Source: an optimization exercise on an open RTL-to-GDS flow (aim: small area, a short achievable clock period and few clock cycles per item). Production flows keep margins and buffers that such runs may drop.
Only simulation tests tie the RTL to the original design; equivalence was not proved.
Power is estimated from default activity; no workload was simulated.

==> flow/design.v (excerpt) <==
module rs72_decoder (
    input  wire        clk,
    input  wire        rst,
    input  wire        in_valid,
    output wire        in_ready,
    input  wire [7:0]  in_sym,
    input  wire        in_erase,
    output wire        out_valid,
    input  wire        out_ready,
    output wire        out_fail,
    output wire [2:0]  out_count,
    output wire [27:0] out_pos,
    output wire [31:0] out_mag,
    output wire [3:0]  out_loc
);
clock: 25.0 ns
lec_check: 0
abc_area: 1
cap_margin: 20
core_margin: 2
core_utilization: 40
slew_margin: 20
standard.sh (not shown) runs the stock make flow with config.mk's settings and CLKGATE_MAP_FILE= SYNTH_SCRIPT=/design/flow/synth_recipe.tcl, a recipe that flattens the netlist after the stock synthesis.
==> flow/flow/run.sh <==
#!/bin/bash
# Standard layout, with port buffers of type buf_4 instead of the default choice.
set -euo pipefail
bash standard.sh "BUFFER_PORTS_ARGS=-buffer_cell sky130_fd_sc_hd__buf_4" finish > standard_flow.log 2>&1
Testbench counts at the start, summed over its fixed seeds: cycles 231,061, words 3,200.
Then changed:
==> flow/flow/run.sh (replaced) <==
#!/bin/bash
# Standard layout, with port buffers of type buf_4, and the buffers that
# Yosys/ABC put into the netlist removed at floorplan (repair_design then
# buffers what needs it).
set -euo pipefail
bash standard.sh "BUFFER_PORTS_ARGS=-buffer_cell sky130_fd_sc_hd__buf_4" "REMOVE_ABC_BUFFERS=1" finish > standard_flow.log 2>&1
Settings changed: ABC_AREA 1 to not set, CORE_UTILIZATION 40 to 60, CTS_CLUSTER_DIAMETER set to 120, CTS_CLUSTER_SIZE set to 24.
Effect: Setup slack improves by 0.026 ns; maximum frequency is higher by about 0.4%; global-route usage is higher by 9.0 points; wire length is lower by 12%; design area is lower by 8.4%; flip-flop and latch count does not change; first-iteration DRC count is lower by 1.7%; power is lower by 4.0%; non-clock buffer count is higher by 5; area after synthesis is lower by 3.8%; final cell count is lower by about 26%.
Then changed:
==> flow/flow/run.sh (replaced) <==
#!/bin/bash
# Standard layout, with port buffers of type buf_4 instead of the default choice.
set -euo pipefail
bash standard.sh "BUFFER_PORTS_ARGS=-buffer_cell sky130_fd_sc_hd__buf_4" finish > standard_flow.log 2>&1
Settings changed: CORE_UTILIZATION 60 to 40, CTS_CLUSTER_DIAMETER 120 to not set, CTS_CLUSTER_SIZE 24 to 28.
Effect: The new run passed the timing, design-rule and antenna checks. Synthesized area stays the same. Wire length came out higher by 8.0%. Worst setup slack is worse by 0.021 ns. Clock-buffer cell count came out higher by 30. Die area came out higher by 49%. Design area came out higher by 5.4%. Sequential cell count is unchanged.
Then changed:
Settings changed: CORE_UTILIZATION 40 to 60, CTS_CLUSTER_DIAMETER set to 120, CTS_CLUSTER_SIZE 28 to 24.
Global-route usage came out higher by 10 points.
Total power is lower by a little under a tenth.
Routed wire length fell by a few percent.
Sequential cell count does not change.
Cell count drops by a little under a tenth.
Worst hold slack improved by 0.0060 ns.
Fmax rose slightly.
Worst setup slack is better by 0.030 ns.
Then changed:
Settings changed: CORE_UTILIZATION 60 to 40.
- The changed run passed the timing, design-rule and antenna checks
- via count is about the same
- setup slack gets worse by 0.049 ns
- register-to-register slack got worse by 0.05 ns
- clock power increases by about 2%
- sequential power goes down by about 0.6%
- combinational power stays flat
- wire length climbs by 4.1%
- sequential cell count does not change

* * *

Starting RTL as in the previous note.
==> flow/config.mk <==
export PLATFORM = sky130hd
export DESIGN_NAME = rs72_decoder
export DESIGN_NICKNAME = rs72_decoder
export VERILOG_FILES = /design/flow/design.v
export SDC_FILE = /design/flow/constraint.sdc
export NUM_CORES = 4
export LEC_CHECK = 0
export CAP_MARGIN = 20
export CORE_MARGIN = 2
export CORE_UTILIZATION = 40
export SLEW_MARGIN = 20
==> flow/constraint.sdc <==
create_clock -name core_clock -period 25.0 [get_ports {clk}]
set_input_delay 5.0000 -clock core_clock [delete_from_list [all_inputs] [get_ports {clk}]]
set_output_delay 5.0000 -clock core_clock [all_outputs]
set_load 0.01 [all_outputs]
==> flow/flow/run.sh <==
#!/bin/bash
# Standard layout, with port buffers of type buf_4 instead of the default choice.
set -euo pipefail
bash standard.sh "BUFFER_PORTS_ARGS=-buffer_cell sky130_fd_sc_hd__buf_4" finish > standard_flow.log 2>&1
Testbench counts at the start, summed over its fixed seeds: cycles 231,061, words 3,200.
==> next run, changes <==
- CORE_UTILIZATION: 40 -> 60
- CTS_CLUSTER_DIAMETER: not set -> 120
- CTS_CLUSTER_SIZE: not set -> 26
After rerunning:
- The changed run went through all stages and came out clean
- synthesized cell count stays the same
- critical path depth does not change
- sequential share of layout area came out higher by 2.1 points

[separate check: timing with driven ports]
The results above use ideal ports. As a check the final layouts listed here were re-extracted and re-timed, cells and wires unchanged. Step 1, drivers: a clkbuf_16 drives clk and a buf_2 each remaining input, both assumed. Step 2 adds t to the input delays and takes it off the output delays; t is the mean of the earliest and latest rising clock arrival at the registers after step 1. Input paths then give back, and output paths get back, about the clock's delay inside the block. a / b / c = ideal / step 1 / step 2; a / b = the first two.
| run | shift t [ns] | setup slack, ns | worst setup path after step 2 | slew at the worst register clock pin (ns) |
|---|---|---|---|---|
| the first run of note 1 | 0.627 | 18.882 / 18.827 / 19.453 | register to output | 0.07 / 0.07 |
| the second run of note 1 | 0.603 | 18.908 / 18.860 / 18.908 | register to register | 0.11 / 0.11 |
| the third run of note 1 | 0.626 | 18.887 / 18.828 / 18.969 | register to register | 0.07 / 0.07 |
| the fourth run of note 1 | 0.597 | 18.916 / 18.861 / 18.990 | register to register | 0.11 / 0.11 |
| the fifth run of note 1 | 0.613 | 18.867 / 18.810 / 18.938 | register to register | 0.11 / 0.11 |
| the first run of note 2 | 0.626 | 18.887 / 18.828 / 18.969 | register to register | 0.07 / 0.07 |
| the second run of note 2 | 0.600 | 18.912 / 18.851 / 19.016 | register to register | 0.12 / 0.12 |
After both steps setup and hold are still met in every run listed.
